This is an optimization exercise on Yosys and OpenROAD, whose aim is small area and a short achievable clock period, not a production implementation.
Only simulation tests tie the RTL to the original design; equivalence was not proved.
Power and IR drop assume default switching activity.

== indigo ==
Design rs108_line_dec, start of the top module:
module rs108_line_dec (
    input  wire         clk,
    input  wire         rst,
    input  wire         in_valid,
    input  wire [319:0] in_data,
    input  wire         in_mark_en,
    input  wire [3:0]   in_mark_dev,
    input  wire         in_retry_en,
    input  wire         in_reread,
    output reg          out_valid,
    output reg          out_last,
    output reg  [255:0] out_data,
    output reg  [2:0]   out_kind,
    output reg  [3:0]   out_dev,
    output reg  [3:0]   out_beat
);
Size: ~2500 cells after synthesis, roughly 600 I/O pins, roughly 25000 µm² of cells after synthesis.
export LEC_CHECK = 0
export CAP_MARGIN = 20
export CORE_MARGIN = 2
export CORE_UTILIZATION = 70
export CTS_CLUSTER_SIZE = 30
export SLEW_MARGIN = 20
create_clock -name core_clock -period 16.5 [get_ports {clk}]
standard.sh (not shown) runs the stock make flow with config.mk's settings and CLKGATE_MAP_FILE= SYNTH_SCRIPT=/design/flow/synth_recipe.tcl, a recipe that flattens the netlist after the stock synthesis.
==> flow/flow/run.sh <==
#!/bin/bash
set -euo pipefail
bash standard.sh "BUFFER_PORTS_ARGS=-buffer_cell sky130_fd_sc_hd__buf_1" \
  "SETUP_SLACK_MARGIN=10.5" finish > make.log 2>&1
diff inputs: indigo => maple
Settings: a deleted CTS_CLUSTER_SIZE that had been 30.
Results
From maple to indigo, number of placed instances, taps included did not move at all. Total global routing track utilization: maple vs indigo identical. Setup slack: maple vs indigo identical. Post-detailed-route DRC marker count: maple vs indigo, no meaningful difference. The sequential share of power of indigo and that of maple are within noise of each other.
What fjord does differently from maple at the input level:
Settings: a change of CORE_UTILIZATION from 70 to 60.
==> flow/flow/run.sh <==
#!/bin/bash
set -euo pipefail
bash standard.sh "BUFFER_PORTS_ARGS=-buffer_cell sky130_fd_sc_hd__buf_1" \
  "SETUP_SLACK_MARGIN=10.8" finish > make.log 2>&1
Results
- Delta (fjord minus maple): post-layout worst setup margin now larger, power per cell area saw an increase, number of cells in the finished layout apart from fillers increased by 164 relative to the old numbers, cell area up 6.3%, power share of the clock group saw a decrease.
- | non-clock buffer count | fjord vs maple | 14% higher |
- maple → fjord: post-route clock skew saw little to no change, first-pass GRT wire length saw a decrease.
- Cmp fjord vs maple: vertical die dimension higher in fjord
- Internal power component up about 12% in fjord wrt maple
Here is what was changed in the inputs of willow compared with fjord.
==> flow/flow/run.sh <==
#!/bin/bash
# Layout flow: the standard ORFS flow (standard.sh), with every input and
# output port buffered by a sky130_fd_sc_hd__buf_2 instead of the default
# port buffer cell. make's full output goes to make.log here; ORFS keeps each
# step's log under orfs/logs/.
set -euo pipefail
bash standard.sh "BUFFER_PORTS_ARGS=-buffer_cell sky130_fd_sc_hd__buf_2" finish > make.log 2>&1
==> comparison <==
Higher met1 wire length goes to fjord over willow. Compared with fjord, willow shows non-clock buffer count lower by 108. In willow, post-route minimum period is higher than in fjord. willow vs fjord: relative contribution of combinational cells to total power down in willow. In the final design statistics, willow uses fewer standard cells in total than fjord.
## Diff of input files: lagoon against willow
Settings: putting CTS_CLUSTER_SIZE at 50 where nothing was set; swapping 60 for 70 in CORE_UTILIZATION.
==> flow/flow/run.sh <==
#!/bin/bash
set -euo pipefail
bash standard.sh "BUFFER_PORTS_ARGS=-buffer_cell sky130_fd_sc_hd__buf_1" \
  "SETUP_SLACK_MARGIN=10.5" finish > make.log 2>&1
==> comparison <==
Taking willow as the reference, in lagoon count of TritonRoute iterations in the first routing pass was more or less identical, wire length now sits higher, horizontal die dimension lost 7.3%. Diff lagoon..willow | worst-skew pair later-pin latency | negligible. [compare] base=willow new=lagoon: share of the clock period used by the worst path after layout -2.7 points; worst hold margin now smaller; combinational power rose by about 5%. | wire length of the first global-routing pass | lagoon vs willow | 3.1% higher |. The final reports for lagoon and willow show worst-path maximum fanout lower in the former. A cell at the slowest stage of the critical path of nor4_1 is what willow shows, while or4_4 belongs to lagoon. Final worst-path setup slack: lagoon > willow.
#### Input delta (tundra over lagoon)
Settings: CORE_UTILIZATION changed from 70 to 60; CTS_CLUSTER_SIZE removed (was 50).
==> flow/flow/run.sh <==
#!/bin/bash
set -euo pipefail
bash standard.sh "BUFFER_PORTS_ARGS=-buffer_cell sky130_fd_sc_hd__buf_2" \
  "SETUP_SLACK_MARGIN=11.5" finish > make.log 2>&1
### Flow results
tundra: aborted in 5_1_grt (tool error)
Of lagoon and tundra, tundra shows the lower initial cell density of the core, with lagoon above it.
Diff lagoon..tundra | distinct cell type count after synthesis | unchanged
Diff lagoon and tundra: die extent in x higher in tundra
Compared tundra vs lagoon, and vertical die dimension is up in tundra.
Detailed placement HPWL went up by a few percent going from lagoon to tundra.
Diff tundra..lagoon | synthesized area | unchanged
Compared with lagoon, tundra shows total placed cells including tap cells that has gone up slightly.
Number of cell rows (lagoon / tundra): 0.919
Post-cts sizing count, tundra vs lagoon: up by more than 100%

* * *

Starting RTL as in the previous note.
Design rs108_line_dec, start of the top module:
module rs108_line_dec (
    input  wire         clk,
    input  wire         rst,
    input  wire         in_valid,
    input  wire [319:0] in_data,
    input  wire         in_mark_en,
    input  wire [3:0]   in_mark_dev,
    input  wire         in_retry_en,
    input  wire         in_reread,
    output reg          out_valid,
    output reg          out_last,
    output reg  [255:0] out_data,
    output reg  [2:0]   out_kind,
    output reg  [3:0]   out_dev,
    output reg  [3:0]   out_beat
);
export LEC_CHECK = 0
export CAP_MARGIN = 20
export CORE_MARGIN = 2
export CORE_UTILIZATION = 70
export SLEW_MARGIN = 20
create_clock -name core_clock -period 16.5 [get_ports {clk}]
==> flow/flow/run.sh <==
#!/bin/bash
set -euo pipefail
bash standard.sh "BUFFER_PORTS_ARGS=-buffer_cell sky130_fd_sc_hd__buf_1" \
  "SETUP_SLACK_MARGIN=10.4" finish > make.log 2>&1
The baseline went through all stages and came out clean.
Then changed:
==> flow/flow/run.sh (replaced) <==
#!/bin/bash
set -euo pipefail
bash standard.sh "BUFFER_PORTS_ARGS=-buffer_cell sky130_fd_sc_hd__buf_2" \
  "SETUP_SLACK_MARGIN=10.5" finish > make.log 2>&1
--- a/flow/config.mk
+++ b/flow/config.mk
@@ -9,3 +9,3 @@
 export CORE_MARGIN = 2
-export CORE_UTILIZATION = 70
+export CORE_UTILIZATION = 60
 export SLEW_MARGIN = 20
The new run produced a clean layout.
Wire length fell by 1.7%.
Via count fell by 3.9%.
Fmax rose by 1.1%.
Setup slack improves by 66 ps.
Clock skew fell by 6.5 ps.
Utilization fell by 9.9 points.
Die area rose by 16%.
Final area rose by 3.7%.
Synthesized cell count stays the same.
Sequential share of layout area fell by 1.0 points.
Global-route usage fell by 5.9 points.

[separate check: timing with driven ports]
No port has a modelled driver above. Below, the same layouts with a new extraction and two added sets of constraints.
Step 1 sets driving cells, clkbuf_16 on the clock port and buf_2 on the other inputs (assumed; they add their load-dependent delay and slew).
Step 2 moves the port delays by t, midway between the first and last clock arrival at a register: inputs arrive t later, outputs are due t later. That takes back most of the time a late clock gives input paths.
Slacks: no drivers / after step 1 / after step 2; pairs: no drivers / after step 1.
run | shift t [ns] | setup slack, ns | slew at the worst register clock pin (ns) | worst slew at a driven data input, ns | cell pins on the clock port's net
indigo | 0.626 | 10.416 / 10.357 / 9.958 | 0.06 / 0.06 | 0.11 | 1
maple | 0.626 | 10.416 / 10.357 / 9.958 | 0.06 / 0.06 | 0.11 | 1
fjord | 0.627 | 10.554 / 10.496 / 10.243 | 0.06 / 0.06 | 0.11 | 1
willow | 0.629 | 10.007 / 9.949 / 9.630 | 0.07 / 0.07 | 0.11 | 1
lagoon | 0.634 | 10.449 / 10.390 / 9.871 | 0.06 / 0.06 | 0.11 | 1
the first run of note 2 | 0.625 | 10.326 / 10.268 / 9.884 | 0.06 / 0.06 | 0.13 | 1
the second run of note 2 | 0.627 | 10.392 / 10.333 / 9.937 | 0.06 / 0.06 | 0.11 | 1
After both steps every run listed still meets setup and hold. For lagoon, which loses most, drivers alone change the setup slack by -0.059 ns; drivers and shift together by -0.578 ns.
